This design comes from an exercise in tuning for small area, a short achievable clock period and few clock cycles per item on the open sky130 flow, not from production work.
Only simulation tests tie the RTL to the original design; equivalence was not proved.
Power and IR drop assume default switching activity.

## run A
Design pagecode_dec, start of the top module:
module pagecode_dec (
  input  wire        clk,
  input  wire        rst,
  input  wire        in_valid,
  input  wire [7:0]  in_data,
  output reg         in_ready,
  output reg         out_valid,
  output reg         out_clean,
  output reg         out_poison,
  output reg         out_ok,
  output reg  [2:0]  out_count,
  output reg  [31:0] out_pos,
  output reg  [31:0] out_val
);
  function automatic [7:0] gf_mul(input [7:0] a, input [7:0] b);
    integer i;
    reg [7:0] p, aa;
    begin
      p  = 8'h00;
      aa = a;
      for (i = 0; i < 8; i = i + 1) begin
        if (b[i]) p = p ^ aa;
        aa = {aa[6:0], 1'b0} ^ (aa[7] ? 8'h1d : 8'h00);
      end
      gf_mul = p;
    end
  endfunction
  function automatic [3:0] gf16_mul(input [3:0] a, input [3:0] b);
    reg [6:0] p;
    begin
      p = ({3'b0, a} & {7{b[0]}}) ^ ({2'b0, a, 1'b0} & {7{b[1]}}) ^
          ({1'b0, a, 2'b0} & {7{b[2]}}) ^ ({a, 3'b0} & {7{b[3]}});
      gf16_mul = p[3:0] ^ {p[6:4], 1'b0} ^ {1'b0, p[6:4]};
    end
  endfunction
  function automatic [11:0] gf_inv1(input [7:0] a);
    reg [7:0] c;
    reg [3:0] a1, a0, sq, s0;
    begin
      c[0] = a[0] ^ a[1] ^ a[3] ^ a[5];
      c[1] = a[1] ^ a[4] ^ a[7];
      c[2] = a[7];
      c[3] = a[1] ^ a[6];
      c[4] = a[4] ^ a[7];
      c[5] = a[1] ^ a[3] ^ a[4];
      c[6] = a[2] ^ a[5] ^ a[6];
      c[7] = a[5];
  ...
Size in the first run: about 2300 cells after synthesis, roughly 83 I/O pins.
==> flow/config.mk <==
export PLATFORM = sky130hd
export DESIGN_NAME = pagecode_dec
export DESIGN_NICKNAME = pagecode_dec
export VERILOG_FILES = /design/flow/design.v
export SDC_FILE = /design/flow/constraint.sdc
export NUM_CORES = 4
export LEC_CHECK = 0
export CAP_MARGIN = 20
export CORE_MARGIN = 2
export CORE_UTILIZATION = 50
export CTS_CLUSTER_DIAMETER = 80
export CTS_CLUSTER_SIZE = 20
export SLEW_MARGIN = 20
==> flow/constraint.sdc <==
create_clock -name core_clock -period 12.0 [get_ports {clk}]
set_input_delay 2.4000 -clock core_clock [delete_from_list [all_inputs] [get_ports {clk}]]
set_output_delay 2.4000 -clock core_clock [all_outputs]
set_load 0.01 [all_outputs]
standard.sh (not shown) runs the stock make flow with config.mk's settings and CLKGATE_MAP_FILE= SYNTH_SCRIPT=/design/flow/synth_recipe.tcl, a recipe that flattens the netlist after the stock synthesis.
==> flow/flow/run.sh <==
#!/bin/bash
# The standard layout, with ORFS's repair_timing aiming at a setup slack
# margin of 8.5 ns, and buf_2 cells as the port buffers (the SDC, clock period
# and all other settings unchanged).
set -euo pipefail
export SETUP_SLACK_MARGIN=8.5
export BUFFER_PORTS_ARGS="-buffer_cell sky130_fd_sc_hd__buf_2"
bash standard.sh > standard_flow.log 2>&1
Testbench counts of run A, summed over its fixed seeds: cycles 53,187, items 384.
[inputs] run B vs run A
Settings: CORE_UTILIZATION now 40, was 50.
Notes after the runs:
Largest net degree at the start of global routing, run B and run A, higher one = run A.
Number of cell instances on the worst register-to-register path in run B is 2 lower than in run A
Re finished layout cell area: run A was lower than run B.
Taking run A as the reference point, the final critical-path share of the clock period of run B rises by 0.20 points.
Final antenna diode count, run B and run A, higher one = run A.
The combinational cell fraction of total power of run B and that of run A are within noise of each other.
Between run B and run A, it is run B whose number of tap instances is higher, by 166.
[inputs] run C vs run B
Settings: CORE_UTILIZATION changed from 40 to 55.
Results
The final reports for run C and run B show final period demand of the worst path higher in the former. Maximum clock rate of run C falls short of that of run B slightly. Looking at finished layout cell area across both flows, run C is the stronger of the two, with run B trailing. Run C vs run B — die footprint dropped 17000 um2. Against run B, run C comes in 0.35 points higher on sequential share of layout area. Run C against run B: portion of the clock cycle consumed by the worst path in the final layout now larger, relative contribution of the clock network to total power comparable, pre-CTS worst setup slack now larger.

what the ideal ports hide:
In the flow no input, the clock included, has a driving cell. The finished layouts below were timed again as built, in two steps.
Step 1 assumes that a clkbuf_16 drives the clock port and a buf_2 every other input.
Step 2 times the ports against the registers' clock, not the clock port: input delays grow and output delays shrink by t, the midpoint of the rising clock arrivals with the driver on.
Three values: ideal, step 1, step 2; two values: the first two.
| run | shift t [ns] | slack for setup (ns) | hold WS [ns] | slew at the worst register clock pin (ns) |
|---|---|---|---|---|
| run A | 0.654 | 8.525 / 8.466 / 8.590 | 0.426 / 0.426 / 0.426 | 0.09 / 0.09 |
| run B | 0.665 | 8.502 / 8.445 / 8.568 | 0.427 / 0.427 / 0.427 | 0.09 / 0.09 |
| run C | 0.640 | 8.480 / 8.465 / 8.480 | 0.415 / 0.415 / 0.415 | 0.09 / 0.09 |
After both steps every run listed still meets setup and hold.
